Source: an optimization exercise on an open RTL-to-GDS flow (aim: small area, a short achievable clock period and few clock cycles per item). Production flows keep margins and buffers that such runs may drop.
In this exercise RTL edits were held to simulation tests only and were not proved equivalent to the original.

==> flow/design.v (excerpt) <==
module flk_digest (
    input  wire          clk,
    input  wire          rst,
    input  wire          start,
    input  wire [63:0]   sec,
    input  wire [15:0]   tick_k,
    input  wire [15:0]   gen,
    input  wire [63:0]   ltc,
    input  wire [95:0]   dout,
    input  wire [63:0]   trip,
    input  wire [63:0]   bf_trip,
    input  wire [63:0]   wsum,
    input  wire [63:0]   wcnt,
    output wire          busy,
    output reg           done,
    output wire [127:0]  digest
);
clock: 10.0 ns
lec_check: 0
cap_margin: 20
core_margin: 2
core_utilization: 55
cts_buf_list: sky130_fd_sc_hd__clkbuf_8
cts_cluster_diameter: 60
cts_cluster_size: 16
place_density: 0.7
slew_margin: 20
standard.sh (not shown) runs the stock make flow with config.mk's settings and CLKGATE_MAP_FILE= SYNTH_SCRIPT=/design/flow/synth_recipe.tcl, a recipe that flattens the netlist after the stock synthesis.
==> flow/flow/run.sh <==
#!/bin/bash
# The standard layout, with the smallest buffer (buf_1) as the port buffer
# that global placement puts on every input and output, and the timing
# repair aiming 6 ns below the clock period.
set -euo pipefail
export BUFFER_PORTS_ARGS="-buffer_cell sky130_fd_sc_hd__buf_1"
export SETUP_SLACK_MARGIN=6
bash standard.sh > standard_flow.log 2>&1
Testbench counts at the start, summed over its fixed seeds: cycles 158,400, items 1,200.
Edit:
--- a/flow/design.v
+++ b/flow/design.v
@@ -21,40 +21,18 @@
     always @(*) begin
         for (i = 0; i < 64; i = i + 1)
             rec_words[511 - 8*i -: 8] = rec[8*i +: 8];
     end
     function [63:0] csa;   
         input [31:0] x, y, z;
         begin
             csa[31:0]  = x ^ y ^ z;
             csa[63:32] = {((x[30:0] & y[30:0]) | (x[30:0] & z[30:0]) | (y[30:0] & z[30:0])), 1'b0};
-        end
-    endfunction
-    function [31:0] add_sk;   
-        input [31:0] x, y;
-        reg [31:0] gg, pp, ng, np;
-        integer l, j, k;
-        begin
-            gg = x & y;
-            pp = x ^ y;
-            for (l = 0; l < 5; l = l + 1) begin
-                ng = gg;
-                np = pp;
-                for (j = 0; j < 32; j = j + 1)
-                    if ((j >> l) & 1) begin
-                        k = ((j >> l) << l) - 1;
-                        ng[j] = gg[j] | (pp[j] & gg[k]);
-                        np[j] = pp[j] & pp[k];
-                    end
-                gg = ng;
-                pp = np;
-            end
-            add_sk = (x ^ y) ^ {gg[30:0], 1'b0};
         end
     endfunction
     reg          running;
     reg  [7:0]   n;
     reg  [31:0]  a, b, c, d, e, f, g;
     reg  [31:0]  p;             
     reg  [511:0] w;             
     reg  [31:0]  kp;            
     reg s_setup, s_w1, s_w4, s_w0, s_ff, s_f63, s_inj, s_rot, s_tail, s_gq, s_fin;
@@ -201,29 +179,29 @@
     wire [31:0] kp_next = n[7] ? 32'h0 : kp_lo;    
     wire [31:0] wop = ({32{s_w1}} & w1) | ({32{s_w4}} & w4) | ({32{s_w0}} & w0);
     wire [31:0] S1  = {e[5:0], e[31:6]} ^ {e[10:0], e[31:11]} ^ {e[24:0], e[31:25]};
     wire [31:0] ch  = (e & f) ^ (~e & g);
     wire [31:0] S0  = {a[1:0], a[31:2]} ^ {a[12:0], a[31:13]} ^ {a[21:0], a[31:22]};
     wire [31:0] maj = (a & b) | (a & c) | (b & c);
     wire [63:0] cx  = csa(p, S1, ch);                   
     wire [63:0] ca2 = csa(cx[31:0], cx[63:32], S0);
     wire [63:0] ca3 = csa(ca2[31:0], ca2[63:32], maj);
-    wire [31:0] a_n = add_sk(ca3[31:0], ca3[63:32]);
+    wire [31:0] a_n = ca3[31:0] + ca3[63:32];
     wire [63:0] ce2 = csa(cx[31:0], cx[63:32], d);
-    wire [31:0] e_n = add_sk(ce2[31:0], ce2[63:32]);
+    wire [31:0] e_n = ce2[31:0] + ce2[63:32];
     wire [63:0] cp1 = csa(s_gq ? c : g, wop, kp);
-    wire [31:0] p_n = add_sk(cp1[31:0], cp1[63:32]);
+    wire [31:0] p_n = cp1[31:0] + cp1[63:32];
     wire [31:0] d_n = c + (({32{s_f63}} & 32'he7046c18) | ({32{s_ff}} & 32'ha54ff53a));
     wire [31:0] s0w = {w1[6:0], w1[31:7]} ^ {w1[17:0], w1[31:18]} ^ (w1 >> 3);
     wire [31:0] s1w = {w14[16:0], w14[31:17]} ^ {w14[18:0], w14[31:19]} ^ (w14 >> 10);
     wire [63:0] cw1 = csa(s1w, s0w, w9);
     wire [63:0] cw2 = csa(cw1[31:0], cw1[63:32], w0);
-    wire [31:0] wnew = add_sk(cw2[31:0], cw2[63:32]);
+    wire [31:0] wnew = cw2[31:0] + cw2[63:32];
     wire [31:0] w15_n = s_inj ? c : s_rot ? w0 : s_tail ? p : wnew;
     wire go = start && !running;
     wire [7:0] n1 = go ? 8'd0 : n + 8'd1;    
     always @(posedge clk) begin
         if (rst) begin
             running <= 1'b0;
             done    <= 1'b0;
         end else begin
             done <= running && s_fin;
Effect:
- hold slack gains 13 ps
- cell area came out higher by about 4%
- synthesized area increases by about 2.7%
- sequential share of layout area goes down by 1.2 points
- flip-flop and latch count is unchanged
- final cell count climbs by about 3.5%
- register-to-register slack improves by 200 ps
- maximum frequency goes up by 4.4%
- setup slack gains 200 ps
- die area grows by about 2.6%
- via count climbs by about 7%
Testbench counts after the change, summed over its fixed seeds: cycles 158,400, items 1,200.

[re-timing with driven ports]
In the flow no input, the clock included, has a driving cell. The finished layouts below were timed again as built, in two steps.
Step 1: set_driving_cell puts a clkbuf_16 on clk and a buf_2 on each other input, an assumption about the parent block.
Step 2 adds t to the input delays and takes it off the output delays; t is the mean of the earliest and latest rising clock arrival at the registers after step 1. Input paths then give back, and output paths get back, about the clock's delay inside the block.
a / b / c = ideal / step 1 / step 2; a / b = the first two.
run	t (ns)	slack for setup (ns)	hold slack, ns	worst data-port slew with drivers (ns)	cell pins on the clock port's net
the first run	0.887	5.167 / 5.167 / 5.133	0.397 / 0.397 / 0.397	0.17	1
the second run	0.831	5.370 / 5.370 / 5.157	0.410 / 0.410 / 0.410	0.17	1
After both steps every run listed still meets setup and hold. For the second run, which loses most, drivers alone change the setup slack by 0.000 ns; drivers and shift together by -0.213 ns.
